Source: an optimization exercise on an open RTL-to-GDS flow (aim: small area, a short achievable clock period and few clock cycles). Production flows keep margins and buffers that such runs may drop.
At most, simulation tests tie the RTL to the original design; equivalence was not proved.
Function not checked in runs 1 and 2: the RTL went through the layout flow alone.
No activity file was given, so power comes from the tool's default toggle rates.

$ cat flow/config.mk
export PLATFORM = sky130hd
export DESIGN_NAME = pvc_decoder
export DESIGN_NICKNAME = pvc_decoder
export VERILOG_FILES = /design/flow/design.v
export SDC_FILE = /design/flow/constraint.sdc
export NUM_CORES = 4
export LEC_CHECK = 0
export ABC_AREA = 1
export CAP_MARGIN = 20
export CORE_MARGIN = 2
export CORE_UTILIZATION = 40
export SLEW_MARGIN = 20
$ cat flow/constraint.sdc
create_clock -name core_clock -period 12.0 [get_ports {clk}]
set_input_delay 2.4000 -clock core_clock [delete_from_list [all_inputs] [get_ports {clk}]]
set_output_delay 2.4000 -clock core_clock [all_outputs]
set_load 0.01 [all_outputs]
$ cat flow/design.v
module pvc_decoder (
    input  wire        clk,
    input  wire        rst,
    input  wire        s_valid,
    output wire        s_ready,
    input  wire [19:0] s_last,
    input  wire [19:0] s_desc,
    input  wire        s_eob,
    input  wire [13:0] s_bits,
    input  wire        b_valid,
    output wire        b_ready,
    input  wire [19:0] b_data,
    output reg         r_valid,
    output reg  [19:0] r_value,
    output reg         v_valid,
    output reg         v_ok,
    output wire [13:0] v_used
);
    reg        dfull;           
    reg [2:0]  dmode;
    reg [3:0]  dq;
    reg        disd;            
    reg [19:0] dlast;
    reg        deob;
    reg        dfirst;          
    reg        nfirst;          
    reg        gd, gn;          
    reg        sr;              
    reg [13:0] brem;
    reg [2:0]  ib;
    reg        past;            
    reg        drain;           
    reg [19:0] s0, s1, s2;
    reg [2:0]  v;
    reg [4:0]  p;               
    reg [19:0] ph;              
    reg        vvalid;
    reg [19:0] vy;              
    reg [19:0] vlast;
    reg [3:0]  vsh;             
    reg        vadd;            
    reg        vkeep;           
    reg        veob;
    reg [4:0]  vw;
    reg        vok;
    reg        vfirst;
    reg [13:0] acc;
    assign s_ready = sr;
    assign b_ready = !v[2];
    assign v_used  = acc;
    wire take   = s_valid && sr;
    wire arrive = b_valid && !v[2];
    wire g      = disd ? gd : gn;
    wire dec    = dfull && g;
    wire [59:0] win = {ib[2] ? s2 : 20'd0, ib[1] ? s1 : 20'd0, ib[0] ? s0 : 20'd0};
    wire [38:0] xa = p[4] ? {12'd0, win[42:16]} : win[38:0];
    wire [30:0] xb = p[3] ? xa[38:8] : xa[30:0];
    wire [26:0] xc = p[2] ? xb[30:4] : xb[26:0];
    wire [24:0] xd = p[1] ? xc[26:2] : xc[24:0];
    wire [23:0] x  = p[0] ? xd[24:1] : xd[23:0];
    wire       isp = (dmode == 3'd3) || (dmode == 3'd4);    
    wire [22:0] wl = {s1[2:0] & {3{ib[1]}}, s0};
    wire [3:0]  L;
    genvar gx, gj;
    generate for (gx = 0; gx < 4; gx = gx + 1) begin : g_l
        wire [19:0] t;
        for (gj = 0; gj < 20; gj = gj + 1) begin : g_j
            assign t[gj] = ph[gj] & wl[gj + gx];
        end
        assign L[gx] = ib[0] & (|t);
    end endgenerate
    wire       P = L[0];
    wire [4:0] wq = 5'd20 - {1'b0, dq};
    reg  [4:0] w1, w0;
    always @* begin
        case (dmode)
            3'd0:    begin w1 = 5'd20;      w0 = 5'd20; end
            3'd2:    begin w1 = wq;         w0 = wq;    end
            3'd3:    begin w1 = 5'd21;      w0 = 5'd1;  end
            default: begin w1 = wq + 5'd1;  w0 = 5'd1;  end
        endcase
    end
    wire [4:0] w = disd ? ((L == 4'd0) ? 5'd24 : {1'b0, L} + 5'd4) : (P ? w1 : w0);
    function [7:0] stepv(input [5:0] ss);
        reg [5:0] t;
        begin
            if (ss >= 6'd40)      begin t = ss - 6'd40; stepv = {2'd2, t[4:0], t[4:0] >= 5'd17}; end
            else if (ss >= 6'd20) begin t = ss - 6'd20; stepv = {2'd1, t[4:0], t[4:0] >= 5'd17}; end
            else                                        stepv = {2'd0, ss[4:0], ss[4:0] >= 5'd17};
        end
    endfunction
    wire [7:0] st1  = stepv({1'b0, p} + {1'b0, w1});
    wire [7:0] st0  = stepv({1'b0, p} + {1'b0, w0});
    wire [7:0] st24 = stepv({1'b0, p} + 6'd24);             
    wire [4:0] u  = p + 5'd4;                                 
    wire [4:0] ub = p - 5'd16;                                
    wire [3:0] ug = u[3:0] & L, ut = u[3:0] ^ L;
    wire [3:0] bg = ub[3:0] & L, bt = ub[3:0] ^ L;
    wire ua1 = ug[0];
    wire ua2 = ug[1] | ut[1] & ug[0];
    wire ua3 = ug[2] | ut[2] & ug[1] | ut[2] & ut[1] & ug[0];
    wire ua4 = ug[3] | ut[3] & ug[2] | ut[3] & ut[2] & ug[1] | ut[3] & ut[2] & ut[1] & ug[0];
    wire ba1 = bg[0];
    wire ba2 = bg[1] | bt[1] & bg[0];
    wire ba3 = bg[2] | bt[2] & bg[1] | bt[2] & bt[1] & bg[0];
    wire ba4 = bg[3] | bt[3] & bg[2] | bt[3] & bt[2] & bg[1] | bt[3] & bt[2] & bt[1] & bg[0];
    wire [4:0] sa = {u[4] ^ ua4, ut ^ {ua3, ua2, ua1, 1'b0}};        
    wire [4:0] sb = {ub[4] ^ ba4, bt ^ {ba3, ba2, ba1, 1'b0}};       
    wire [15:0] gev;
    generate for (gx = 0; gx < 16; gx = gx + 1) begin : g_ge
        assign gev[gx] = ({1'b0, u} + gx >= 6'd20);
    end endgenerate
    wire ge20 = gev[L];
    wire [7:0] std = (L == 4'd0) ? st24 :
                     ge20 ? {2'd1, sb, sb >= 5'd17} : {2'd0, sa, sa >= 5'd17};
    wire [7:0] st  = disd ? std : (P ? st1 : st0);
    wire [1:0] A   = st[7:6];
    wire [4:0] pw  = st[5:1];
    wire       phi = st[0];
    wire        bhi = |brem[13:6];
    wire [6:0]  tb  = {1'b0, brem[5:0]} - {2'b0, p};    
    function gt_w(input [4:0] ww);                        
        gt_w = !bhi && ($signed(tb) < $signed({2'b0, ww}));
    endfunction
    function eq_w(input [4:0] ww);                        
        eq_w = !bhi && (tb == {2'b0, ww});
    endfunction
    wire [15:0] gtd, eqd;
    generate for (gx = 0; gx < 16; gx = gx + 1) begin : g_cmp
        assign gtd[gx] = gt_w(gx == 0 ? 5'd24 : 5'(gx + 4));
        assign eqd[gx] = eq_w(gx == 0 ? 5'd24 : 5'(gx + 4));
    end endgenerate
    wire s_gt = disd ? gtd[L] : P ? gt_w(w1) : gt_w(w0);
    wire s_eq = disd ? eqd[L] : P ? eq_w(w1) : eq_w(w0);
    wire [14:0] dmask;
    generate for (gx = 0; gx < 15; gx = gx + 1) begin : g_mask
        assign dmask[gx] = (L > gx);
    end endgenerate
    wire [15:0] dsx  = {x[18:4], 1'b0};
    wire        dsgn = dsx[L];
    wire [19:0] dext = {{5{dsgn}}, (x[18:4] & dmask) | ({15{dsgn}} & ~dmask)};
    wire [19:0] y    = disd ? ((L == 4'd0) ? x[23:4] : dext) : (isp ? x[20:1] : x[19:0]);
    wire ib3 = bhi || (brem[5:0] > 6'd60);
    wire ib4 = |brem[13:7] || (brem[6:0] > 7'd80);
    wire [4:0] ibx = {ib4, ib3, ib};
    wire [1:0] nib = ib[2] ? 2'd3 : ib[1] ? 2'd2 : ib[0] ? 2'd1 : 2'd0;
    wire [1:0] deo = ib[1] ? 2'd2 : ib[0] ? 2'd1 : 2'd0;     
    reg [1:0] d;
    always @* begin
        d = 2'd0;
        if (drain)
            d = (v[0] && ib[0]) ? 2'd1 : 2'd0;
        else if (dec)
            d = deob ? deo : (A != 2'd0 && ib[0]) ? ((A == 2'd2 && ib[1]) ? 2'd2 : 2'd1) : 2'd0;
    end
    wire [2:0] v_sh  = (d == 2'd0) ? v : (d == 2'd1) ? {1'b0, v[2:1]} : {2'b00, v[2]};
    wire [2:0] v_nxt = arrive ? {v_sh[1:0], 1'b1} : v_sh;
    wire ctx = sr && nfirst;
    wire [13:0] bsub = (d == 2'd0) ? brem :
                       (d == 2'd1) ? (ib[1] ? brem - 14'd20 : 14'd0) :
                                     (ib[2] ? brem - 14'd40 : 14'd0);
    wire [2:0] ibsub = (d == 2'd0) ? ib : (d == 2'd1) ? ibx[3:1] : ibx[4:2];
    wire [2:0] ibnew = {s_bits > 14'd40, s_bits > 14'd20, s_bits != 14'd0};
    wire drain_nxt = dec ? (deob && ib[2]) : (drain && (d == 2'd1 ? ib[1] : ib[0]));
    wire [4:0] p_nxt = dec ? (deob ? 5'd0 : pw) : p;
    wire [19:0] ph_nxt = 20'd1 << p_nxt;
    wire dfull_nxt = take || (dfull && !dec);
    wire deob_nxt  = sr ? s_eob : deob;
    wire [1:0] nva  = v[2] ? 2'd3 : v[1] ? 2'd2 : v[0] ? 2'd1 : 2'd0;
    wire [2:0] nvb  = {1'b0, nva} + {2'b0, arrive};            
    wire       n2   = (d == 2'd0) ? (nvb >= 3'd2) : (d == 2'd1) ? (nvb >= 3'd3) : 1'b0;
    wire       n3   = (d == 2'd0) && (nvb == 3'd3);
    wire       allk = !ibx[nvb];                                
    wire       okn  = allk || n2;
    wire       okd  = allk || n3 || (n2 && !phi);
    wire       oke  = n2;
    wire       alls = !ctx && allk;
    wire       oksn = alls || n2;
    wire       oksd = alls || n3 || (n2 && p < 5'd17);
    wire gd_nxt = !drain_nxt && (dec ? (deob ? oke : okd) : oksd);
    wire gn_nxt = !drain_nxt && (dec ? (deob ? oke : okn) : oksn);
    wire isd_nxt = sr ? (s_desc[19:17] == 3'd1) : disd;
    wire [2:0] gib = ctx ? 3'b111 : ibsub;
    wire blk_nxt = !drain_nxt && !(deob_nxt && gib[2]);
    wire sr_nxt  = blk_nxt && (!dfull_nxt || (isd_nxt ? gd_nxt : gn_nxt));
    wire [19:0] z = vy << vsh;
    wire [19:0] r = vadd ? vlast + vy : vkeep ? vlast : z;
    always @(posedge clk) begin
        if (rst) begin
            dfull   <= 1'b0;
            nfirst  <= 1'b1;
            gd      <= 1'b0;
            gn      <= 1'b0;
            sr      <= 1'b0;
            v       <= 3'd0;
            p       <= 5'd0;
            ph      <= 20'd1;
            drain   <= 1'b0;
            vvalid  <= 1'b0;
            r_valid <= 1'b0;
            v_valid <= 1'b0;
        end else begin
            dfull   <= dfull_nxt;
            gd      <= gd_nxt;
            gn      <= gn_nxt;
            sr      <= sr_nxt;
            v       <= v_nxt;
            p       <= p_nxt;
            ph      <= ph_nxt;
            drain   <= drain_nxt;
            if (take)
                nfirst <= s_eob;
            vvalid  <= dec;
            r_valid <= vvalid;
            v_valid <= vvalid && veob;
        end
        if (sr) begin
            dmode  <= s_desc[19:17];
            disd   <= (s_desc[19:17] == 3'd1);
            dq     <= s_desc[15:12];
            dlast  <= s_last;
            deob   <= s_eob;
            dfirst <= nfirst;
        end
        brem <= ctx ? s_bits : bsub;
        ib   <= ctx ? ibnew : ibsub;
        if (ctx)
            past <= 1'b0;
        else if (dec)
            past <= past || s_gt;
        case (d)
            2'd0: begin
                if (!v[0]) s0 <= b_data;
                if (!v[1]) s1 <= b_data;
                if (!v[2]) s2 <= b_data;
            end
            2'd1: begin
                s0 <= v[1] ? s1 : b_data;
                s1 <= v[2] ? s2 : b_data;
                s2 <= b_data;
            end
            default: begin
                s0 <= v[2] ? s2 : b_data;
                s1 <= b_data;
                s2 <= b_data;
            end
        endcase
        vy     <= y;
        vlast  <= dlast;
        vsh    <= (dmode == 3'd2 || dmode == 3'd4) ? dq : 4'd0;
        vadd   <= disd && (L != 4'd0);
        vkeep  <= isp && !P;
        veob   <= deob;
        vw     <= w;
        vok    <= !past && s_eq;
        vfirst <= dfirst;
        r_value <= r;
        v_ok    <= vok;
        if (vvalid)
            acc <= (vfirst ? 14'd0 : acc) + {9'd0, vw};
    end
endmodule
$ cat flow/flow/run.sh
#!/bin/bash
set -euo pipefail
export SETUP_SLACK_MARGIN=8
bash standard.sh > standard_flow.log 2>&1
$ cat flow/standard.sh
#!/bin/bash
# synth_recipe.tcl (not shown) runs the flow's synth.tcl, then flattens the netlist and writes it again
# the make line also repeats each setting of config.mk as NAME=value (left out here)
make -C /OpenROAD-flow-scripts/flow DESIGN_CONFIG=/design/flow/config.mk WORK_HOME=/design/flow/orfs CLKGATE_MAP_FILE= SYNTH_SCRIPT=/design/flow/synth_recipe.tcl "${@:-finish}"
==> flow_results.xml, run 1 <==
<?xml version="1.0" encoding="UTF-8"?>
<metrics>
  <group name="logic_synthesis">
    <metric name="post-synth-top-area-fraction" unit="%">17.7</metric>
    <metric name="synth-warning-count" unit="">1</metric>
    <metric name="syn-cell-area" unit="um^2">17700</metric>
    <metric name="async_reset_ff_share" unit="%">0</metric>
    <metric name="ys.flop_type" unit="">dfxtp_1</metric>
    <metric name="synth-edff-count" unit="">78</metric>
    <metric name="synthTopCellsByCount" unit="">nand2_1, inv_1, o21ai_0</metric>
    <metric name="yosys-top-cells-area" unit="">dfxtp_1, nand2_1, edfxtp_1</metric>
    <metric name="netlist-cell-type-count" unit="">69</metric>
    <metric name="synth.yosys.seq_area_share" unit="%">30.9</metric>
    <metric name="post_synth.cell_area_avg" unit="um^2">6.73</metric>
    <metric name="ys_seq_elements" unit="">234</metric>
    <metric name="synth_top_cell_by_area" unit="">dfxtp_1</metric>
    <metric name="synth_cells" unit="">2625</metric>
    <metric name="synth.most_common_cell" unit="">nand2_1</metric>
    <metric name="synth_nets" unit="">2818</metric>
  </group>
  <group name="routing">
    <metric name="drt-pass1-iter-count" unit="">5</metric>
    <metric name="routed_via_density" unit="">5.50</metric>
    <metric name="finalWirelength" unit="um">61200</metric>
    <metric name="route.vias.total" unit="">18500</metric>
    <metric name="post-route-drc-count" unit="">0</metric>
    <metric name="wire_per_inst" unit="um">18.2</metric>
    <metric name="drt-initial-drc-count" unit="">1382</metric>
    <metric name="drtAntennaViolNets" unit="">0</metric>
  </group>
  <group name="global_routing">
    <metric name="pin_count_of_the_biggest_net_entering_global_routing" unit="">49</metric>
    <metric name="grt.total_usage" unit="%">25.6</metric>
    <metric name="grt_pass1_wl" unit="um">95500</metric>
    <metric name="grt_antenna_before_repair" unit="">0</metric>
    <metric name="grt_pass1_vias" unit="">17400</metric>
    <metric name="grt_overflow_total" unit="">0</metric>
  </group>
  <group name="setup_path">
    <metric name="worstPathArrival" unit="ps">4670</metric>
    <metric name="criticalPathCategory" unit="">reg -&gt; reg</metric>
    <metric name="rr_worst_depth" unit="">26</metric>
    <metric name="timing.critical_path.to_type" unit="">flip-flop</metric>
    <metric name="crit_path_max_fanout" unit="">5</metric>
    <metric name="critical_path_required" unit="ps">12490</metric>
    <metric name="timing.critical_path.from_type" unit="">flip-flop</metric>
  </group>
  <group name="die">
    <metric name="pin_count" unit="">118</metric>
    <metric name="core_area" unit="um^2">43900</metric>
    <metric name="placement_rows" unit="">77</metric>
    <metric name="die_x" unit="um">214</metric>
    <metric name="floorplan.die.height" unit="um">214</metric>
    <metric name="initial_core_utilization" unit="%">40.2</metric>
    <metric name="die_area" unit="um^2">45900</metric>
  </group>
  <group name="clock_network">
    <metric name="clock_tree_from_tritoncts" unit="">built</metric>
    <metric name="cts_hold_repair.buffers" unit="">0</metric>
    <metric name="clk_pin_slew_worst_paths" unit="ps">60</metric>
    <metric name="clock_sink_count" unit="">234</metric>
    <metric name="h-tree-depth" unit="">1</metric>
    <metric name="worstSkewPairLatency" unit="ps">560</metric>
    <metric name="numCtsBuffers" unit="">26</metric>
    <metric name="number_of_buffers_on_the_longest_clock_path" unit="">3</metric>
    <metric name="root_cell_of_the_clock_tree" unit="">clkbuf_16</metric>
  </group>
  <group name="sta">
    <metric name="grt_setup_unrepaired" unit="">true</metric>
    <metric name="timing_worst_slew_pin_value" unit="ps">1000</metric>
    <metric name="timing.final.hold_violations" unit="">0</metric>
    <metric name="max_slew_margin" unit="%">32.8</metric>
    <metric name="final_max_slew_viol_count" unit="">0</metric>
    <metric name="setup_total_negative_slack" unit="ps">0</metric>
    <metric name="clock_skew" unit="ps">12.6</metric>
    <metric name="final_min_period_over_clock_period" unit="%">34.9</metric>
    <metric name="finalCriticalPeriod" unit="ps">4180</metric>
    <metric name="fmaxAchievable" unit="MHz">239</metric>
    <metric name="total_of_endpoints_with_negative_setup_slack_in_the_final_report" unit="">0</metric>
  </group>
  <group name="power_and_ir_drop">
    <metric name="power_density_over_the_cells" unit="nW/um^2">223</metric>
    <metric name="max-vdd-ir-drop" unit="uV">111</metric>
    <metric name="static-leakage-power" unit="nW">9.60</metric>
  </group>
  <group name="outcome">
    <metric name="status" unit="">timing/DRC/antenna clean</metric>
  </group>
  <group name="place">
    <metric name="placement_stage_cell_area" unit="um^2">19200</metric>
    <metric name="port_buffers" unit="">104</metric>
    <metric name="dp_hpwl" unit="um">43200</metric>
    <metric name="gp_congestion" unit="">0.921</metric>
  </group>
  <group name="final_layout">
    <metric name="filler_cell_count" unit="">4509</metric>
    <metric name="final_design_area_no_fill" unit="um^2">21700</metric>
    <metric name="areaGrowthSynthToFinish" unit="%">22.8</metric>
    <metric name="final_nets" unit="">2949</metric>
    <metric name="post-route-util" unit="%">49.4</metric>
    <metric name="antenna_cells_inserted" unit="">0</metric>
    <metric name="layout-drive-gt1-share" unit="%">12.3</metric>
  </group>
  <group name="flow_run">
    <metric name="max-cap-violations" unit="">0</metric>
  </group>
  <group name="hold_path">
    <metric name="holdPathStages" unit="">0</metric>
    <metric name="holdCritPathClass" unit="">reg -&gt; reg</metric>
  </group>
</metrics>
-- through the flow --
stage	instances	setup WS [ps]	hold slack, ps	total power [mW]
finish	3368	7820	325	4.83
global route	3368	7590	343	5.22
CTS	3349	7860	328	4.70
detailed placement	3233	5900	314	3.69
global placement	3233	5990	316	3.67
floorplan	2625	8010	310	2.95
-- final timing paths --
path                            slack [ps]      from  endpoint
worst min-delay path                   330       vok      v_ok
worst max-delay path                  7820  dmode[0]        sr
worst max register to register        7820  dmode[0]        sr
worst min register to register         330       vok      v_ok
-- cell usage in the layout (no fill, tap or decap), types with 9 or more instances in the layout --
cell,Yosys,layout
o22ai_1,33,32
a22oi_1,16,13
dfxtp_1,156,154
a21oi_1,160,148
nand3_1,129,123
buf_4,4,66
edfxtp_1,78,78
nand2_1,736,687
o21ai_0,259,223
o31ai_1,12,12
nand2_4,1,18
clkbuf_16,0,29
buf_6,1,16
nand2_2,7,39
inv_2,13,28
o21a_1,9,9
ha_1,108,96
xor2_1,47,45
o21ai_2,2,17
clkdlybuf4s50_1,0,103
ha_4,0,9
nand4_1,14,14
xnor2_1,14,13
buf_12,0,9
a32oi_1,10,10
nor2_1,226,219
a21oi_2,2,11
inv_1,259,235
mux2i_1,12,12
nor3_1,16,16
o21ai_1,39,57
a31oi_1,18,16
o211ai_1,45,45
-- cell type report --
type                       count  area [um^2]  area share, %
inverter                     276         1080           4.99
tap                          592          741           3.41
clock inverter                16          199          0.917
sequential                   234         5470           25.2
timing repair inverter         2         13.8         0.0634
clock buffer                  32          694           3.20
multi-input combinational   2017        11500           53.1
timing repair buffer         199         1980           9.10
-- flip-flops by register name (all words and copies together), names as in the netlist, 20 cells and up --
name	cells
s2	20
s0	20
dlast	20
vy	20
s1	20
vlast	20
r_value	20
ph	20
-- repair_timing --
action                                  4_1_cts  5_1_grt
pin swaps                                    36       47
endpoints found under the hold margin         0        0
gates cloned                                 11        2
gates resized for setup                     108      146
endpoints found under the setup margin      143      160
setup buffers                                57       17
-- worst max-delay path, stage by stage (launching register included) --
cell and delay [ps]:
edfxtp_1 440, nor2_2 180, inv_1 140, nor2_4 170
nand2_2 100, inv_1 120, nor2_2 70, inv_2 70
fa_2 470, nor2_1 340, nand2_4 100, a31oi_4 250
inv_2 70, nand2_2 80, inv_2 40, nand2_1 50
o211ai_1 140, nand2_2 200, nand2_4 90, nand2_4 100
nand2_8 90, nor2_8 210, buf_12 150, nand4_1 90
nand2_1 130, nand3_2 80, a21oi_2 150
-- where the power goes --
part | switching, mW | internal (mW) | total (mW) | leakage, nW
registers | 0.205 | 1.07 | 1.27 | 2.04
logic | 1.75 | 0.982 | 2.73 | 7.12
clock network | 0.327 | 0.499 | 0.826 | 0.436
-- layer usage --
metal | vias to the layer above | GRT usage, % | wire (um)
met4 | 0 | 9.17 | 2320
li1 | 9093 | - | -
met5 | - | 0 | 0
met1 | 8650 | 33.6 | 26600
met3 | 119 | 2.85 | 3490
met2 | 646 | 43.6 | 28800
-- logic make-up (layout without fill, tap and decap cells) --
group	count (synthesis)	count (layout)	synth area share [%]
AND/OR/NAND/NOR	1159	1168	26.7
AO/OA/AOI/OAI	660	660	21.6
buffers and inverters	383	525	8.49
flip-flops	234	234	30.9
adder cells (fa/ha/maj)	114	114	8.33
XOR/XNOR	63	63	3.21
multiplexers	12	12	0.680
==> run 2, diff against run 1 <==
==> flow/run.sh (new file) <==
#!/bin/bash
# synth_recipe.tcl (not shown) runs the flow's synth.tcl, then flattens the netlist and writes it again
# the make line also repeats each setting of config.mk as NAME=value (left out here)
make -C /OpenROAD-flow-scripts/flow DESIGN_CONFIG=/design/flow/config.mk WORK_HOME=/design/flow/orfs CLKGATE_MAP_FILE= SYNTH_SCRIPT=/design/flow/synth_recipe.tcl finish
--- a/flow/config.mk
+++ b/flow/config.mk
@@ -9,4 +9,5 @@
 export CAP_MARGIN = 20
 export CORE_MARGIN = 2
 export CORE_UTILIZATION = 40
+export SETUP_SLACK_MARGIN = 5
 export SLEW_MARGIN = 20
removed: flow/flow/run.sh
removed: flow/standard.sh
==> run 2 against run 1 <==
Net effect: clock power down 1%; die area stayed put; clock-buffer cell count is 6 higher; largest power group unchanged.
==> flow_results.xml, run 2 <==
<?xml version="1.0" encoding="UTF-8"?>
<metrics>
  <group name="setup_path">
    <metric name="criticalPathCategory" unit="">reg -&gt; reg</metric>
    <metric name="cp_slowest_stage_delay" unit="ps">640</metric>
    <metric name="critical_path_required" unit="ps">12450</metric>
    <metric name="timing.critical_path.to_type" unit="">flip-flop</metric>
    <metric name="timing.critical_path.from_type" unit="">flip-flop</metric>
    <metric name="crit_path_max_fanout" unit="">29</metric>
    <metric name="worstPathArrival" unit="ps">6510</metric>
    <metric name="critPathSlowestCell" unit="">inv_2</metric>
    <metric name="timing.critical_path.mode_cell" unit="">nand2_1</metric>
  </group>
  <group name="logic_synthesis">
    <metric name="synth_top_cell_by_area" unit="">dfxtp_1</metric>
    <metric name="async_reset_ff_share" unit="%">0</metric>
    <metric name="ys.flop_type" unit="">dfxtp_1</metric>
    <metric name="post-synth-top-area-fraction" unit="%">17.7</metric>
    <metric name="ys_seq_elements" unit="">234</metric>
    <metric name="synth_cells" unit="">2625</metric>
    <metric name="synthTopCellsByCount" unit="">nand2_1, inv_1, o21ai_0</metric>
    <metric name="netlist-cell-type-count" unit="">69</metric>
    <metric name="syn-cell-area" unit="um^2">17700</metric>
    <metric name="synth-warning-count" unit="">1</metric>
    <metric name="yosys-top-cells-area" unit="">dfxtp_1, nand2_1, edfxtp_1</metric>
    <metric name="synth.yosys.seq_area_share" unit="%">30.9</metric>
    <metric name="synth-edff-count" unit="">78</metric>
    <metric name="synth_nets" unit="">2818</metric>
    <metric name="post_synth.cell_area_avg" unit="um^2">6.73</metric>
    <metric name="synth.most_common_cell" unit="">nand2_1</metric>
  </group>
  <group name="power_and_ir_drop">
    <metric name="combPwrFrac" unit="%">53.9</metric>
    <metric name="power_frac_clock" unit="%">18.1</metric>
    <metric name="power.sequential.fraction" unit="%">28.0</metric>
    <metric name="static-leakage-power" unit="nW">9.00</metric>
    <metric name="report.power.total" unit="mW">4.52</metric>
    <metric name="max-vdd-ir-drop" unit="uV">120</metric>
    <metric name="power_density_over_the_cells" unit="nW/um^2">226</metric>
    <metric name="switching_share" unit="%">47.5</metric>
    <metric name="power.internal" unit="mW">2.38</metric>
    <metric name="switching_power" unit="mW">2.15</metric>
  </group>
  <group name="sta">
    <metric name="total_of_endpoints_with_negative_setup_slack_in_the_final_report" unit="">0</metric>
    <metric name="clock_skew" unit="ps">34.3</metric>
    <metric name="setup_total_negative_slack" unit="ps">0</metric>
    <metric name="max_slew_margin" unit="%">25.2</metric>
    <metric name="finalCriticalPeriod" unit="ps">6060</metric>
    <metric name="whs" unit="ps">332</metric>
    <metric name="final_min_period_over_clock_period" unit="%">50.5</metric>
    <metric name="grt_setup_unrepaired" unit="">false</metric>
    <metric name="timing_worst_slew_pin_value" unit="ps">1120</metric>
    <metric name="fmaxAchievable" unit="MHz">165</metric>
    <metric name="final_max_slew_viol_count" unit="">0</metric>
    <metric name="timing.final.hold_violations" unit="">0</metric>
  </group>
  <group name="place">
    <metric name="dp_hpwl" unit="um">43000</metric>
    <metric name="port_buffers" unit="">104</metric>
    <metric name="gp_congestion" unit="">0.941</metric>
    <metric name="placement_stage_cell_area" unit="um^2">19100</metric>
  </group>
  <group name="global_routing">
    <metric name="grt_pass1_wl" unit="um">90600</metric>
    <metric name="grt_overflow_total" unit="">0</metric>
    <metric name="pin_count_of_the_biggest_net_entering_global_routing" unit="">55</metric>
    <metric name="grt_pass1_vias" unit="">16700</metric>
    <metric name="grt.total_usage" unit="%">24.2</metric>
    <metric name="grt_antenna_before_repair" unit="">0</metric>
  </group>
  <group name="final_layout">
    <metric name="final_design_area_no_fill" unit="um^2">20000</metric>
    <metric name="final_nets" unit="">2864</metric>
    <metric name="areaGrowthSynthToFinish" unit="%">13.5</metric>
    <metric name="antenna_cells_inserted" unit="">0</metric>
    <metric name="post-route-util" unit="%">45.6</metric>
    <metric name="mostFrequentLayoutCell" unit="">nand2_1</metric>
    <metric name="layout-drive-gt1-share" unit="%">4.27</metric>
    <metric name="most-common-layout-cells" unit="">nand2_1, inv_1, o21ai_0</metric>
  </group>
  <group name="hold_path">
    <metric name="holdCritPathClass" unit="">reg -&gt; reg</metric>
  </group>
  <group name="clock_network">
    <metric name="root_cell_of_the_clock_tree" unit="">clkbuf_16</metric>
    <metric name="number_of_buffers_on_the_longest_clock_path" unit="">3</metric>
    <metric name="worstSkewPairLatency" unit="ps">570</metric>
    <metric name="clk_pin_slew_worst_paths" unit="ps">60</metric>
    <metric name="numCtsBuffers" unit="">26</metric>
    <metric name="clock_sink_count" unit="">234</metric>
    <metric name="h-tree-depth" unit="">1</metric>
    <metric name="clock_tree_from_tritoncts" unit="">built</metric>
    <metric name="post_cts.repair.setup_buffers" unit="">0</metric>
  </group>
  <group name="routing">
    <metric name="wire_per_inst" unit="um">17.5</metric>
    <metric name="post-route-drc-count" unit="">0</metric>
    <metric name="finalWirelength" unit="um">57400</metric>
    <metric name="drtAntennaViolNets" unit="">0</metric>
    <metric name="route.vias.total" unit="">18000</metric>
    <metric name="drt-pass1-iter-count" unit="">6</metric>
    <metric name="met3_wirelength" unit="um">3200</metric>
    <metric name="routed-wl-met2" unit="um">26900</metric>
    <metric name="routed_via_density" unit="">5.47</metric>
    <metric name="dr.max_layer_used" unit="">met4</metric>
    <metric name="route.layer.met1.wl" unit="um">25500</metric>
    <metric name="drt-initial-drc-count" unit="">1471</metric>
  </group>
  <group name="flow_run">
    <metric name="max-cap-violations" unit="">0</metric>
  </group>
  <group name="die">
    <metric name="pin_count" unit="">118</metric>
    <metric name="placement_rows" unit="">77</metric>
    <metric name="core_area" unit="um^2">43900</metric>
    <metric name="die_x" unit="um">214</metric>
    <metric name="initial_core_utilization" unit="%">40.2</metric>
    <metric name="die_area" unit="um^2">45900</metric>
    <metric name="floorplan.die.height" unit="um">214</metric>
  </group>
  <group name="outcome">
    <metric name="status" unit="">timing/DRC/antenna clean</metric>
  </group>
</metrics>
==> run 2: cell counts after synthesis <==
No cell type changed its count.
==> run 2: final cells by class <==
type / instances / area [um^2]
inverters: 276 / 1040
flip-flops and latches: 234 / 5470
clock buffers: 38 / 821
well taps: 592 / 741
clock inverters: 10 / 71.3
multi-input cells: 2009 / 10700
repair buffers: 124 / 1190
fillers: 4563 / 23900
==> run 2: cell families (layout without fill, tap and decap cells) <==
group,Yosys count,after routing,synth area share [%]
AOI/OAI and AO/OA,660,660,21.6
xor gates and xnor gates,63,63,3.21
adders and majority gates,114,114,8.33
buffers and inverters,383,448,8.49
DFF,234,234,30.9
muxes,12,12,0.680
and+or+nand+nor,1159,1160,26.7
==> run 2: power by group through the flow <==
stage	registers, mW	logic [mW]	clock network (mW)
floorplan	1.21	1.73	0
global placement	1.28	2.37	0
detailed placement	1.28	2.40	0
CTS	1.27	2.41	0.834
global route	1.29	2.75	0.865
finish	1.27	2.44	0.817
==> run 2: worst max-delay path, delay by kind of cell, from the launching register on <==
kind                       cells  cell delay, ps
AOI/OAI and AO/OA              5            1210
and+or+nand+nor               15            2180
buffers and inverters          5            1180
DFF                            1             460
xor gates and xnor gates       1             160
adders and majority gates      3             760
==> run 2: what timing repair did <==
| action | CTS | global route |
|---|---|---|
| hold buffers | 0 | 0 |
| gates resized for setup | 0 | 1 |
| setup endpoints to repair | 0 | 22 |
==> run 2: per-stage QoR <==
stage | setup WS, ps | cells
2_1_floorplan | 7570 | 2625
5_1_grt | 5300 | 3283
4_1_cts | 5340 | 3282
3_5_place_dp | 5380 | 3234
3_3_place_gp | 5370 | 3234
6_report | 5940 | 3283
==> run 2: path summary, 6_finish.rpt <==
| path | start | endpoint | slack, ps | cells past startpoint |
|---|---|---|---|---|
| worst min register to register | vok | v_ok | 330 | 0 |
| worst max register to register | dq[0] | v[0] | 5940 | 29 |
| worst max-delay path | dq[0] | v[0] | 5940 | 29 |
| worst min-delay path | vok | v_ok | 330 | 0 |
==> run 2: per-layer routing <==
layer  track usage (%)  up-vias
met5                 0        -
met4              7.66        0
met3              2.72       96
met2              40.7      625
met1              32.4     8335
li1                  -     8898
==> run 3, diff against run 2 <==
--- a/flow/design.v
+++ b/flow/design.v
@@ -181,7 +181,7 @@
     wire gn_nxt = !drain_nxt && (dec ? (deob ? oke : okn) : oksn);
     wire isd_nxt = sr ? (s_desc[19:17] == 3'd1) : disd;
     wire [2:0] gib = ctx ? 3'b111 : ibsub;
-    wire blk_nxt = !drain_nxt && !(deob_nxt && gib[2]);
+    wire blk_nxt = !drain_nxt && !(dfull_nxt && deob_nxt && gib[2]);
     wire sr_nxt  = blk_nxt && (!dfull_nxt || (isd_nxt ? gd_nxt : gn_nxt));
     wire [19:0] z = vy << vsh;
     wire [19:0] r = vadd ? vlast + vy : vkeep ? vlast : z;
@@ -191,7 +191,7 @@
             nfirst  <= 1'b1;
             gd      <= 1'b0;
             gn      <= 1'b0;
-            sr      <= 1'b0;
+            sr      <= 1'b1;
             v       <= 3'd0;
             p       <= 5'd0;
             ph      <= 20'd1;
==> flow/flow/run.sh (new file) <==
#!/bin/bash
set -euo pipefail
export SETUP_SLACK_MARGIN=8
bash standard.sh > standard_flow.log 2>&1
==> flow/standard.sh (new file) <==
#!/bin/bash
# synth_recipe.tcl (not shown) runs the flow's synth.tcl, then flattens the netlist and writes it again
# the make line also repeats each setting of config.mk as NAME=value (left out here)
make -C /OpenROAD-flow-scripts/flow DESIGN_CONFIG=/design/flow/config.mk WORK_HOME=/design/flow/orfs CLKGATE_MAP_FILE= SYNTH_SCRIPT=/design/flow/synth_recipe.tcl "${@:-finish}"
--- a/flow/config.mk
+++ b/flow/config.mk
@@ -9,5 +9,4 @@
 export CAP_MARGIN = 20
 export CORE_MARGIN = 2
 export CORE_UTILIZATION = 40
-export SETUP_SLACK_MARGIN = 5
 export SLEW_MARGIN = 20
removed: flow/run.sh
==> run 3 against run 2 <==
Net effect: maximum frequency up 42%; combinational power grew 32%; routed wire length increased by 9.1%; power grew 17%; still clean; sequential power grew 4%; register-to-register slack better by 1800 ps; die area is 2.1% higher.
==> flow_results.xml, run 3 <==
<?xml version="1.0" encoding="UTF-8"?>
<metrics>
  <group name="logic_synthesis">
    <metric name="netlist-cell-type-count" unit="">70</metric>
    <metric name="synth_top_cell_by_area" unit="">dfxtp_1</metric>
    <metric name="synthTopCellsByCount" unit="">nand2_1, nor2_1, o21ai_0</metric>
    <metric name="post-synth-top-area-fraction" unit="%">17.3</metric>
    <metric name="synth_nets" unit="">2864</metric>
    <metric name="post_synth.cell_area_avg" unit="um^2">6.76</metric>
    <metric name="syn-cell-area" unit="um^2">18000</metric>
    <metric name="ys_seq_elements" unit="">234</metric>
    <metric name="synth-edff-count" unit="">78</metric>
    <metric name="synth-warning-count" unit="">1</metric>
    <metric name="yosys-top-cells-area" unit="">dfxtp_1, nand2_1, edfxtp_1</metric>
    <metric name="synth_cells" unit="">2671</metric>
    <metric name="async_reset_ff_share" unit="%">0</metric>
    <metric name="synth.most_common_cell" unit="">nand2_1</metric>
    <metric name="synth.yosys.seq_area_share" unit="%">30.3</metric>
    <metric name="ys.flop_type" unit="">dfxtp_1</metric>
  </group>
  <group name="clock_network">
    <metric name="numCtsBuffers" unit="">25</metric>
    <metric name="worstSkewPairLatency" unit="ps">540</metric>
    <metric name="clk_pin_slew_worst_paths" unit="ps">60</metric>
    <metric name="clock_tree_from_tritoncts" unit="">built</metric>
    <metric name="h-tree-depth" unit="">1</metric>
    <metric name="number_of_buffers_on_the_longest_clock_path" unit="">3</metric>
    <metric name="clock_sink_count" unit="">234</metric>
    <metric name="cts_hold_repair.buffers" unit="">0</metric>
    <metric name="root_cell_of_the_clock_tree" unit="">clkbuf_16</metric>
  </group>
  <group name="setup_path">
    <metric name="criticalPathCategory" unit="">reg -&gt; reg</metric>
    <metric name="worstPathArrival" unit="ps">4680</metric>
    <metric name="timing.critical_path.to_type" unit="">flip-flop</metric>
    <metric name="timing.critical_path.from_type" unit="">flip-flop</metric>
    <metric name="cp_slowest_stage_delay" unit="ps">420</metric>
    <metric name="critical_path_required" unit="ps">12420</metric>
    <metric name="timing.critical_path.mode_cell" unit="">inv_2</metric>
    <metric name="crit_path_max_fanout" unit="">7</metric>
    <metric name="critPathSlowestCell" unit="">edfxtp_1</metric>
  </group>
  <group name="routing">
    <metric name="finalWirelength" unit="um">62600</metric>
    <metric name="wire_per_inst" unit="um">18.3</metric>
    <metric name="post-route-drc-count" unit="">0</metric>
    <metric name="routed_via_density" unit="">5.51</metric>
    <metric name="drt-initial-drc-count" unit="">1647</metric>
    <metric name="route.vias.total" unit="">18800</metric>
    <metric name="drtAntennaViolNets" unit="">0</metric>
    <metric name="drt-pass1-iter-count" unit="">5</metric>
  </group>
  <group name="power_and_ir_drop">
    <metric name="static-leakage-power" unit="nW">9.92</metric>
    <metric name="max-vdd-ir-drop" unit="uV">118</metric>
    <metric name="combPwrFrac" unit="%">60.5</metric>
    <metric name="power_density_over_the_cells" unit="nW/um^2">239</metric>
    <metric name="switching_power" unit="mW">2.61</metric>
    <metric name="power_frac_clock" unit="%">14.6</metric>
    <metric name="power.sequential.fraction" unit="%">24.8</metric>
    <metric name="power.internal" unit="mW">2.70</metric>
    <metric name="report.power.total" unit="mW">5.31</metric>
    <metric name="switching_share" unit="%">49.2</metric>
  </group>
  <group name="flow_run">
    <metric name="max-cap-violations" unit="">0</metric>
  </group>
  <group name="global_routing">
    <metric name="grt_pass1_vias" unit="">17400</metric>
    <metric name="grt_overflow_total" unit="">0</metric>
    <metric name="grt_antenna_before_repair" unit="">0</metric>
    <metric name="grt_pass1_wl" unit="um">94600</metric>
    <metric name="pin_count_of_the_biggest_net_entering_global_routing" unit="">45</metric>
    <metric name="grt.total_usage" unit="%">25.1</metric>
  </group>
  <group name="place">
    <metric name="dp.cells" unit="">3276</metric>
    <metric name="dp_hpwl" unit="um">43300</metric>
    <metric name="placement.setup.worst_slack" unit="ps">5740</metric>
    <metric name="port_buffers" unit="">104</metric>
    <metric name="gp_congestion" unit="">0.942</metric>
  </group>
  <group name="die">
    <metric name="initial_core_utilization" unit="%">40.6</metric>
    <metric name="floorplan.die.height" unit="um">216</metric>
    <metric name="pin_count" unit="">118</metric>
    <metric name="core_area" unit="um^2">44400</metric>
    <metric name="placement_rows" unit="">77</metric>
    <metric name="die_area" unit="um^2">46800</metric>
    <metric name="die_x" unit="um">216</metric>
  </group>
  <group name="sta">
    <metric name="clock_skew" unit="ps">11.8</metric>
    <metric name="final_max_slew_viol_count" unit="">0</metric>
    <metric name="fmaxAchievable" unit="MHz">235</metric>
    <metric name="timing_worst_slew_pin_value" unit="ps">1070</metric>
    <metric name="whs" unit="ps">328</metric>
    <metric name="total_of_endpoints_with_negative_setup_slack_in_the_final_report" unit="">0</metric>
    <metric name="setup_total_negative_slack" unit="ps">0</metric>
    <metric name="max_slew_margin" unit="%">28.8</metric>
    <metric name="grt_setup_unrepaired" unit="">true</metric>
    <metric name="finalCriticalPeriod" unit="ps">4250</metric>
    <metric name="final.setup.worst_slack" unit="ps">7750</metric>
    <metric name="final_min_period_over_clock_period" unit="%">35.4</metric>
    <metric name="timing.final.hold_violations" unit="">0</metric>
  </group>
  <group name="final_layout">
    <metric name="antenna_cells_inserted" unit="">0</metric>
    <metric name="multi_input_gate_area" unit="um^2">11900</metric>
    <metric name="area_taken_by_flip_flops_and_latches" unit="um^2">5470</metric>
    <metric name="most-common-layout-cells" unit="">nand2_1, nor2_1, o21ai_0</metric>
    <metric name="filler_cell_count" unit="">4322</metric>
    <metric name="final_nets" unit="">2999</metric>
    <metric name="mostFrequentLayoutCell" unit="">nand2_1</metric>
    <metric name="layout-drive-gt1-share" unit="%">13.9</metric>
    <metric name="areaGrowthSynthToFinish" unit="%">23.3</metric>
    <metric name="layoutNonFillerInstCount" unit="">3416</metric>
  </group>
  <group name="hold_path">
    <metric name="holdCritPathClass" unit="">reg -&gt; reg</metric>
  </group>
  <group name="outcome">
    <metric name="status" unit="">timing/DRC/antenna clean</metric>
  </group>
</metrics>
run 3: layer usage:
metal	wire length, um	global-route usage, %	vias to the layer above
li1	-	-	9248
met1	26900	33.3	8768
met2	30000	43.4	676
met3	3890	2.64	117
met4	1850	6.80	0
met5	0	0	-
run 3: worst max-delay path, delay by kind of cell (launching register included):
kind                       cells  cell delay [ps]
xor gates and xnor gates       1              160
buffers and inverters          8              810
DFF                            1              420
adders and majority gates      3              610
and+or+nand+nor               13             1340
AOI/OAI and AO/OA              5              750
run 3: path summary, 6_finish.rpt:
| path | from | end | slack, ps | cells after the start |
|---|---|---|---|---|
| setup / recovery | dq[0] | s1[6] | 7750 | 30 |
| hold / removal | vok | v_ok | 330 | 0 |
| setup reg to reg | dq[0] | s1[6] | 7750 | 30 |
| hold reg to reg | vok | v_ok | 330 | 0 |
run 3: power groups by stage:
| stage | registers (mW) | clock network (mW) | logic (mW) |
|---|---|---|---|
| 5_1_grt | 1.34 | 0.822 | 3.57 |
| 3_5_place_dp | 1.33 | 0 | 2.78 |
| 4_1_cts | 1.31 | 0.793 | 2.97 |
| 6_report | 1.32 | 0.778 | 3.21 |
| 3_3_place_gp | 1.33 | 0 | 2.75 |
| 2_1_floorplan | 1.24 | 0 | 2.04 |
run 3: area by class of cell:
type | instances | area share, %
sequential | 234 | 24.6
clock buffer | 35 | 3.20
multi-input combinational | 2051 | 53.4
tap | 592 | 3.33
timing repair buffer | 205 | 9.39
clock inverter | 10 | 0.478
timing repair inverter | 7 | 0.540
inverter | 282 | 5.04
run 3: metrics by stage:
| stage | util [%] | cell area (um^2) |
|---|---|---|
| 2_1_floorplan | - | 18100 |
| 3_3_place_gp | 43.9 | 19500 |
| 3_5_place_dp | 43.9 | 19500 |
| 4_1_cts | 47.7 | 21200 |
| 5_1_grt | 50.1 | 22300 |
| 6_report | 50.1 | 22300 |
run 3: repair_timing:
| action | CTS | global route |
|---|---|---|
| cloned | 8 | 9 |
| hold endpoints to repair | 0 | 0 |
| setup buffers | 45 | 33 |
| setup endpoints to repair | 143 | 147 |
| resized for setup | 107 | 162 |
| pin swaps | 35 | 55 |
run 3: kinds of logic after synthesis:
kind of cell | Yosys count | share of synthesized area (%)
mux | 17 | 0.943
simple gates | 1185 | 27.0
xor+xnor | 57 | 2.81
fa+ha+maj | 114 | 8.15
buf+inv | 394 | 8.80
compound gates | 670 | 22.0
flops | 234 | 30.3
Testbench counts of run 3, summed over its fixed seeds: cycles 31,734.
==> run 4, diff against run 3 <==
--- a/flow/design.v
+++ b/flow/design.v
@@ -89,8 +89,25 @@
             else                                        stepv = {2'd0, ss[4:0], ss[4:0] >= 5'd17};
         end
     endfunction
-    wire [7:0] st1  = stepv({1'b0, p} + {1'b0, w1});
-    wire [7:0] st0  = stepv({1'b0, p} + {1'b0, w0});
+    wire [7:0] stx  = {2'd1, p, p >= 5'd17};
+    wire [7:0] sti  = (p == 5'd19) ? 8'b01_00000_0 : {2'd0, p + 5'd1, p >= 5'd16};
+    wire [7:0] stdb = {sti[7:6] + 2'd1, sti[5:0]};
+    wire [5:0] pq   = {1'b0, p} - {2'b0, dq};                 
+    wire [5:0] pq1  = pq + 6'd1;                              
+    wire [5:0] pqw  = pq + 6'd20;
+    wire [5:0] pq1w = pq1 + 6'd20;
+    wire [7:0] stb  = pq[5]  ? {2'd0, pqw[4:0],  pqw[4:0] >= 5'd17} : {2'd1, pq[4:0], pq[4:0] >= 5'd17};
+    wire [7:0] stbb = pq1[5] ? {2'd0, pq1w[4:0], pq1w[4:0] >= 5'd17} :
+                      (pq1 == 6'd20) ? 8'b10_00000_0 : {2'd1, pq1[4:0], pq1[4:0] >= 5'd17};
+    reg  [7:0] st1, st0;
+    always @* begin
+        case (dmode)
+            3'd0:    begin st1 = stx;  st0 = stx; end
+            3'd2:    begin st1 = stb;  st0 = stb; end
+            3'd3:    begin st1 = stdb; st0 = sti; end
+            default: begin st1 = stbb; st0 = sti; end
+        endcase
+    end
     wire [7:0] st24 = stepv({1'b0, p} + 6'd24);             
     wire [4:0] u  = p + 5'd4;                                 
     wire [4:0] ub = p - 5'd16;                                
--- a/flow/config.mk
+++ b/flow/config.mk
@@ -8,5 +8,7 @@
 export ABC_AREA = 1
 export CAP_MARGIN = 20
 export CORE_MARGIN = 2
-export CORE_UTILIZATION = 40
+export CORE_UTILIZATION = 60
+export CTS_BUF_LIST = sky130_fd_sc_hd__clkbuf_8
 export SLEW_MARGIN = 20
+export TNS_END_PERCENT = 5
==> run 4 against run 3 <==
Net effect: clock power is 11% lower; non-clock buffer count is 19 lower; worst hold slack worse by 1.7 ps; design area fell by 5.2%; sequential share of layout area up 1.4 points; via count increased by 2.6%; power fell by 2.8%.
==> flow_results.xml, run 4 <==
<?xml version="1.0" encoding="UTF-8"?>
<metrics>
  <group name="outcome">
    <metric name="status" unit="">timing/DRC/antenna clean</metric>
  </group>
  <group name="final_layout">
    <metric name="filler_cell_count" unit="">2299</metric>
    <metric name="final_design_area_no_fill" unit="um^2">21100</metric>
    <metric name="final_nets" unit="">2924</metric>
    <metric name="layout-drive-gt1-share" unit="%">10.7</metric>
    <metric name="most-common-layout-cells" unit="">nand2_1, nor2_1, o21ai_0</metric>
    <metric name="areaGrowthSynthToFinish" unit="%">18.7</metric>
    <metric name="layoutNonFillerInstCount" unit="">3162</metric>
    <metric name="post-route-util" unit="%">71.8</metric>
    <metric name="antenna_cells_inserted" unit="">0</metric>
    <metric name="mostFrequentLayoutCell" unit="">nand2_1</metric>
  </group>
  <group name="sta">
    <metric name="finalCriticalPeriod" unit="ps">4050</metric>
    <metric name="grt_setup_unrepaired" unit="">true</metric>
    <metric name="setup_total_negative_slack" unit="ps">0</metric>
    <metric name="clock_skew" unit="ps">57.8</metric>
    <metric name="fmaxAchievable" unit="MHz">247</metric>
    <metric name="timing.final.hold_violations" unit="">0</metric>
    <metric name="final.setup.worst_slack" unit="ps">7950</metric>
    <metric name="timing_worst_slew_pin_value" unit="ps">1080</metric>
    <metric name="final_min_period_over_clock_period" unit="%">33.7</metric>
    <metric name="total_of_endpoints_with_negative_setup_slack_in_the_final_report" unit="">0</metric>
    <metric name="max_slew_margin" unit="%">27.9</metric>
    <metric name="whs" unit="ps">326</metric>
    <metric name="final_max_slew_viol_count" unit="">0</metric>
  </group>
  <group name="logic_synthesis">
    <metric name="synth_simple_gate_area_share" unit="%">27.5</metric>
    <metric name="synth-warning-count" unit="">1</metric>
    <metric name="synthXorXnorAreaFrac" unit="%">2.80</metric>
    <metric name="synth_cells" unit="">2614</metric>
    <metric name="post-synth-top-area-fraction" unit="%">17.6</metric>
    <metric name="syn-cell-area" unit="um^2">17800</metric>
    <metric name="synth_compound_gate_area_share" unit="%">22.1</metric>
    <metric name="synth_nets" unit="">2796</metric>
    <metric name="synth-edff-count" unit="">78</metric>
    <metric name="synth.yosys.seq_area_share" unit="%">30.7</metric>
    <metric name="synth.most_common_cell" unit="">nand2_1</metric>
    <metric name="synth_top_cell_by_area" unit="">dfxtp_1</metric>
    <metric name="yosys-top-cells-area" unit="">dfxtp_1, nand2_1, edfxtp_1</metric>
    <metric name="ys_seq_elements" unit="">234</metric>
    <metric name="synthTopCellsByCount" unit="">nand2_1, nor2_1, o21ai_0</metric>
    <metric name="async_reset_ff_share" unit="%">0</metric>
    <metric name="post_synth.cell_area_avg" unit="um^2">6.80</metric>
    <metric name="netlist-cell-type-count" unit="">73</metric>
    <metric name="post_synth_fa_ha_maj_area_fraction" unit="%">7.46</metric>
    <metric name="synth.area.mux_share" unit="%">0.957</metric>
    <metric name="dominant_combinational_cell_family_by_area_after_synthesis" unit="">simple AND/OR/NAND/NOR gates</metric>
    <metric name="ys.flop_type" unit="">dfxtp_1</metric>
  </group>
  <group name="clock_network">
    <metric name="clk_pin_slew_worst_paths" unit="ps">80</metric>
    <metric name="cts_hold_repair.buffers" unit="">0</metric>
    <metric name="clock_tree_from_tritoncts" unit="">built</metric>
    <metric name="worstSkewPairLatency" unit="ps">580</metric>
    <metric name="clock_sink_count" unit="">234</metric>
    <metric name="h-tree-depth" unit="">2</metric>
    <metric name="numCtsBuffers" unit="">40</metric>
    <metric name="root_cell_of_the_clock_tree" unit="">clkbuf_8</metric>
    <metric name="number_of_buffers_on_the_longest_clock_path" unit="">3</metric>
  </group>
  <group name="flow_run">
    <metric name="max-cap-violations" unit="">0</metric>
  </group>
  <group name="setup_path">
    <metric name="cp_slowest_stage_delay" unit="ps">570</metric>
    <metric name="crit_path_max_fanout" unit="">17</metric>
    <metric name="crit_path_leading_delay_family" unit="">simple AND/OR/NAND/NOR gates</metric>
    <metric name="timing.critical_path.from_type" unit="">flip-flop</metric>
    <metric name="start_point_of_the_critical_path" unit="">p[0]</metric>
    <metric name="r2r_start" unit="">p[0]</metric>
    <metric name="path_buf_inv" unit="">8</metric>
    <metric name="critical_path_required" unit="ps">12480</metric>
    <metric name="timing.critical_path.to_type" unit="">flip-flop</metric>
    <metric name="worstPathArrival" unit="ps">4530</metric>
    <metric name="critPathSlowestCell" unit="">fa_2</metric>
    <metric name="criticalPathCategory" unit="">reg -&gt; reg</metric>
  </group>
  <group name="routing">
    <metric name="drtAntennaViolNets" unit="">0</metric>
    <metric name="wire_per_inst" unit="um">19.5</metric>
    <metric name="drt-initial-drc-count" unit="">2377</metric>
    <metric name="finalWirelength" unit="um">61800</metric>
    <metric name="drt-pass1-iter-count" unit="">8</metric>
    <metric name="route.vias.total" unit="">19300</metric>
    <metric name="post-route-drc-count" unit="">0</metric>
    <metric name="routed_via_density" unit="">6.10</metric>
  </group>
  <group name="place">
    <metric name="dp_hpwl" unit="um">41000</metric>
    <metric name="port_buffers" unit="">104</metric>
    <metric name="dp.cells" unit="">3014</metric>
    <metric name="gp_congestion" unit="">0.968</metric>
    <metric name="placement_stage_cell_area" unit="um^2">19000</metric>
    <metric name="placement.setup.worst_slack" unit="ps">6250</metric>
  </group>
  <group name="global_routing">
    <metric name="grt_antenna_before_repair" unit="">0</metric>
    <metric name="pin_count_of_the_biggest_net_entering_global_routing" unit="">46</metric>
    <metric name="grt.total_usage" unit="%">36.6</metric>
    <metric name="grt_pass1_vias" unit="">17200</metric>
    <metric name="grt_overflow_total" unit="">0</metric>
    <metric name="grt_pass1_wl" unit="um">90600</metric>
  </group>
  <group name="die">
    <metric name="placement_rows" unit="">63</metric>
    <metric name="initial_core_utilization" unit="%">60.5</metric>
    <metric name="die_x" unit="um">176</metric>
    <metric name="core_area" unit="um^2">29400</metric>
    <metric name="pin_count" unit="">118</metric>
    <metric name="die_area" unit="um^2">31000</metric>
    <metric name="floorplan.die.height" unit="um">176</metric>
  </group>
  <group name="power_and_ir_drop">
    <metric name="report.power.total" unit="mW">5.16</metric>
    <metric name="power_density_over_the_cells" unit="nW/um^2">245</metric>
    <metric name="static-leakage-power" unit="nW">9.45</metric>
    <metric name="max-vdd-ir-drop" unit="uV">160</metric>
  </group>
  <group name="hold_path">
    <metric name="worst_hold_startpoint" unit="">vok</metric>
    <metric name="holdCritPathClass" unit="">reg -&gt; reg</metric>
  </group>
</metrics>
==> run 4: worst paths after layout <==
check                               to  slack [ps]  cells past startpoint
worst min-delay path              v_ok         330                      0
worst min register to register    v_ok         330                      0
worst max register to register  s1[11]        7950                     27
worst max-delay path            s1[11]        7950                     27
==> run 4: layer usage <==
metal / share of wire, % / vias up / global-route usage, %
li1: - / 9089 / -
met1: 39 / 8800 / 46.8
met2: 46 / 1133 / 60.2
met3: 8.7 / 271 / 4.95
met4: 6.6 / 0 / 19.2
met5: 0 / - / 0
==> run 4: power breakdown <==
group          internal (mW)  switching [mW]
logic                   1.12            1.98
clock network          0.342           0.354
registers               1.11           0.256
==> run 4: final cells by class <==
type / count / area [um^2] / share of cell area (%)
Clock buffer: 44 / 606 / 2.87
Clock inverter: 28 / 135 / 0.640
Inverter: 254 / 1060 / 5.03
Multi-Input combinational cell: 2021 / 11300 / 53.5
Sequential cell: 234 / 5470 / 25.9
Tap cell: 390 / 488 / 2.31
Timing Repair Buffer: 186 / 2000 / 9.48
Timing Repair inverter: 5 / 56.3 / 0.267
==> run 4: kinds of logic (layout without fill, tap and decap cells) <==
kind of cell,after synthesis,in the layout
adders and majority gates,103,103
and+or+nand+nor,1193,1200
xor gates and xnor gates,53,53
muxes,17,17
buffers and inverters,366,517
DFF,234,234
AOI/OAI and AO/OA,648,648
==> run 4: timing repair <==
| action | in CTS | in global routing |
|---|---|---|
| pin swaps | 9 | 29 |
| setup endpoints to repair | 143 | 146 |
| setup buffers | 19 | 41 |
| resized for setup | 48 | 98 |
| gates cloned | 10 | 6 |
Testbench counts of run 4, summed over its fixed seeds: cycles 31,734.
==> run 5, diff against run 4 <==
--- a/flow/config.mk
+++ b/flow/config.mk
@@ -8,7 +8,5 @@
 export ABC_AREA = 1
 export CAP_MARGIN = 20
 export CORE_MARGIN = 2
-export CORE_UTILIZATION = 60
-export CTS_BUF_LIST = sky130_fd_sc_hd__clkbuf_8
+export CORE_UTILIZATION = 40
 export SLEW_MARGIN = 20
-export TNS_END_PERCENT = 5
==> run 5 against run 4 <==
Net effect: synthesized area did not move; sequential cell count unchanged; routed wire length up 0.47%; largest cell class unchanged; maximum frequency increased by 2.7%; first-iteration DRC count down 26%; design area up 2.4%; critical path depth shrank 26.
==> flow_results.xml, run 5 <==
<?xml version="1.0" encoding="UTF-8"?>
<metrics>
  <group name="power_and_ir_drop">
    <metric name="report.power.total" unit="mW">5.34</metric>
    <metric name="static-leakage-power" unit="nW">9.53</metric>
    <metric name="max-vdd-ir-drop" unit="uV">99.8</metric>
    <metric name="power_density_over_the_cells" unit="nW/um^2">247</metric>
  </group>
  <group name="outcome">
    <metric name="status" unit="">timing/DRC/antenna clean</metric>
  </group>
  <group name="clock_network">
    <metric name="clk_pin_slew_worst_paths" unit="ps">60</metric>
    <metric name="numCtsBuffers" unit="">27</metric>
    <metric name="clock_sink_count" unit="">234</metric>
    <metric name="cts_hold_repair.buffers" unit="">0</metric>
    <metric name="number_of_buffers_on_the_longest_clock_path" unit="">3</metric>
    <metric name="worstSkewPairLatency" unit="ps">580</metric>
    <metric name="clock_tree_from_tritoncts" unit="">built</metric>
    <metric name="root_cell_of_the_clock_tree" unit="">clkbuf_16</metric>
    <metric name="h-tree-depth" unit="">1</metric>
  </group>
  <group name="routing">
    <metric name="wire_per_inst" unit="um">18.5</metric>
    <metric name="routed_via_density" unit="">5.55</metric>
    <metric name="drt-pass1-iter-count" unit="">6</metric>
    <metric name="drt-initial-drc-count" unit="">1767</metric>
    <metric name="route.vias.total" unit="">18600</metric>
    <metric name="drtAntennaViolNets" unit="">0</metric>
    <metric name="finalWirelength" unit="um">62100</metric>
    <metric name="post-route-drc-count" unit="">0</metric>
  </group>
  <group name="hold_path">
    <metric name="holdPathStages" unit="">0</metric>
    <metric name="holdCritPathClass" unit="">reg -&gt; reg</metric>
    <metric name="worst_hold_startpoint" unit="">vok</metric>
    <metric name="holdPathEnd" unit="">v_ok</metric>
  </group>
  <group name="logic_synthesis">
    <metric name="post_synth.cell_area_avg" unit="um^2">6.80</metric>
    <metric name="synthTopCellsByCount" unit="">nand2_1, nor2_1, o21ai_0</metric>
    <metric name="yosys-top-cells-area" unit="">dfxtp_1, nand2_1, edfxtp_1</metric>
    <metric name="synth-warning-count" unit="">1</metric>
    <metric name="netlist-cell-type-count" unit="">73</metric>
    <metric name="syn-cell-area" unit="um^2">17800</metric>
    <metric name="synth_nets" unit="">2796</metric>
    <metric name="synth-edff-count" unit="">78</metric>
    <metric name="synth.yosys.seq_area_share" unit="%">30.7</metric>
    <metric name="synth_cells" unit="">2614</metric>
    <metric name="synth_top_cell_by_area" unit="">dfxtp_1</metric>
    <metric name="ys_seq_elements" unit="">234</metric>
    <metric name="synth.most_common_cell" unit="">nand2_1</metric>
    <metric name="ys.flop_type" unit="">dfxtp_1</metric>
    <metric name="async_reset_ff_share" unit="%">0</metric>
    <metric name="post-synth-top-area-fraction" unit="%">17.6</metric>
  </group>
  <group name="die">
    <metric name="placement_rows" unit="">77</metric>
    <metric name="pin_count" unit="">118</metric>
    <metric name="die_area" unit="um^2">46100</metric>
    <metric name="core_area" unit="um^2">44000</metric>
    <metric name="initial_core_utilization" unit="%">40.4</metric>
    <metric name="die_x" unit="um">215</metric>
    <metric name="floorplan.die.height" unit="um">215</metric>
  </group>
  <group name="sta">
    <metric name="finalCriticalPeriod" unit="ps">3940</metric>
    <metric name="timing_worst_slew_pin_value" unit="ps">834</metric>
    <metric name="final_min_period_over_clock_period" unit="%">32.9</metric>
    <metric name="total_of_endpoints_with_negative_setup_slack_in_the_final_report" unit="">0</metric>
    <metric name="final.setup.worst_slack" unit="ps">8060</metric>
    <metric name="setup_total_negative_slack" unit="ps">0</metric>
    <metric name="whs" unit="ps">335</metric>
    <metric name="timing.final.hold_violations" unit="">0</metric>
    <metric name="final_max_slew_viol_count" unit="">0</metric>
    <metric name="max_slew_margin" unit="%">44.3</metric>
    <metric name="clock_skew" unit="ps">35.6</metric>
    <metric name="grt_setup_unrepaired" unit="">true</metric>
    <metric name="fmaxAchievable" unit="MHz">254</metric>
  </group>
  <group name="global_routing">
    <metric name="grt_pass1_wl" unit="um">95600</metric>
    <metric name="pin_count_of_the_biggest_net_entering_global_routing" unit="">44</metric>
    <metric name="grt_pass1_vias" unit="">17100</metric>
    <metric name="grt.total_usage" unit="%">25.7</metric>
    <metric name="grt_antenna_before_repair" unit="">1</metric>
    <metric name="grt_overflow_total" unit="">0</metric>
  </group>
  <group name="final_layout">
    <metric name="most-common-layout-cells" unit="">nand2_1, nor2_1, o21ai_0</metric>
    <metric name="mostFrequentLayoutCell" unit="">nand2_1</metric>
    <metric name="final_design_area_no_fill" unit="um^2">21600</metric>
    <metric name="areaGrowthSynthToFinish" unit="%">21.5</metric>
    <metric name="post-route-util" unit="%">49.1</metric>
    <metric name="final_nets" unit="">2926</metric>
    <metric name="layout-drive-gt1-share" unit="%">11.2</metric>
    <metric name="layoutNonFillerInstCount" unit="">3358</metric>
  </group>
  <group name="setup_path">
    <metric name="cp_slowest_stage_delay" unit="ps">560</metric>
    <metric name="rr_worst_depth" unit="">24</metric>
    <metric name="timing.critical_path.to_type" unit="">primary output</metric>
    <metric name="worstReg2RegEnd" unit="">s0[2]</metric>
    <metric name="criticalPathCategory" unit="">reg -&gt; out</metric>
    <metric name="timing.critical_path.depth" unit="">1</metric>
    <metric name="timing.critical_path.from_type" unit="">flip-flop</metric>
    <metric name="crit_path_cell_trace" unit="">clkdlybuf4s50_1</metric>
    <metric name="path_buf_inv" unit="">1</metric>
    <metric name="critical_path_required" unit="ps">9600</metric>
    <metric name="critPathSlowestCell" unit="">clkdlybuf4s50_1</metric>
    <metric name="worstPathArrival" unit="ps">1540</metric>
    <metric name="rrSetupSlack" unit="ps">8110</metric>
    <metric name="crit_path_max_fanout" unit="">3</metric>
    <metric name="crit_path_leading_delay_family" unit="">buffers and inverters</metric>
    <metric name="r2r_start" unit="">p[0]</metric>
  </group>
  <group name="place">
    <metric name="dp_hpwl" unit="um">43300</metric>
    <metric name="gp_congestion" unit="">0.972</metric>
    <metric name="placement_stage_cell_area" unit="um^2">19300</metric>
    <metric name="placement.setup.worst_slack" unit="ps">6140</metric>
    <metric name="port_buffers" unit="">104</metric>
    <metric name="dp.cells" unit="">3221</metric>
  </group>
  <group name="flow_run">
    <metric name="max-cap-violations" unit="">0</metric>
  </group>
</metrics>
run 5: cell counts after synthesis:
Identical to the previous run, type by type.
run 5: cells by family after synthesis:
family,Yosys count,synth area share (%)
AOI/OAI and AO/OA,648,22.1
xor gates and xnor gates,53,2.80
adders and majority gates,103,7.46
buffers and inverters,366,8.42
DFF,234,30.7
muxes,17,0.957
and+or+nand+nor,1193,27.5
run 5: layout make-up:
class	count	area, um^2
fillers	4432	22400
diodes	1	2.50
repair inverters	5	43.8
well taps	592	741
inverters	254	1040
flip-flops and latches	234	5480
multi-input cells	2021	11300
clock inverters	11	101
clock buffers	39	867
repair buffers	201	2020
run 5: what timing repair did:
| item | in CTS | in global routing |
|---|---|---|
| pin swaps | 13 | 32 |
| endpoints found under the setup margin | 146 | 141 |
| cloned | 10 | 6 |
| setup buffers | 26 | 44 |
| resized for setup | 56 | 77 |
run 5: metal layers:
| layer | wire (um) | vias to the layer above | part of all wire, % | GRT usage [%] |
|---|---|---|---|---|
| li1 | - | 9087 | - | - |
| met1 | 27300 | 8674 | 44 | 34.9 |
| met2 | 29000 | 760 | 47 | 42.9 |
| met3 | 4140 | 106 | 6.7 | 2.80 |
| met4 | 1600 | 0 | 2.6 | 7.50 |
| met5 | 0 | - | 0 | 0 |
run 5: how the worst max path moves through the flow:
stage                     start       to  slack, ps
after floorplan            p[0]  brem[0]       8000
after global placement     p[0]     v[0]       6170
after detailed placement   p[0]     v[1]       6140
after CTS                  p[2]  brem[1]       8000
after global routing       p[0]     past       7910
final                        sr  s_ready       8060
run 5: power by group:
part | internal (mW) | switching (mW) | total, mW
Clock | 0.527 | 0.350 | 0.877
Sequential | 1.11 | 0.246 | 1.35
Combinational | 1.13 | 1.97 | 3.11
Total | 2.77 | 2.57 | 5.34

[static timing again, ports no longer ideal]
No port has a modelled driver above. Below, the same layouts with a new extraction and two added sets of constraints.
Step 1 assumes that a clkbuf_16 drives the clock port and a buf_2 every other input.
Step 2 also shifts input and output timing later by t, the mid clock arrival at the registers, as if the neighbouring blocks saw the same clock.
Three values: ideal ports, drivers, drivers and shift; two values: the first two.
| run | shift t [ns] | setup WS [ns] | hold WS [ns] | worst setup path after step 2 | worst data-port slew with drivers (ns) |
|---|---|---|---|---|---|
| run 1 | 0.607 | 7.818 / 7.818 / 7.269 | 0.325 / 0.325 / 0.325 | input to register | 0.06 |
| run 2 | 0.605 | 5.944 / 5.944 / 5.944 | 0.332 / 0.332 / 0.332 | register to register | 0.06 |
| run 3 | 0.589 | 7.749 / 7.749 / 7.423 | 0.328 / 0.328 / 0.328 | input to register | 0.05 |
| run 4 | 0.607 | 7.952 / 7.907 / 7.581 | 0.326 / 0.326 / 0.326 | input to register | 0.05 |
| run 5 | 0.621 | 8.057 / 7.999 / 7.691 | 0.335 / 0.335 / 0.335 | input to register | 0.08 |
After both steps setup and hold are still met in every run listed. The setup slack of run 1, which loses most, moves by 0.000 ns with the drivers and by -0.549 ns with both steps.
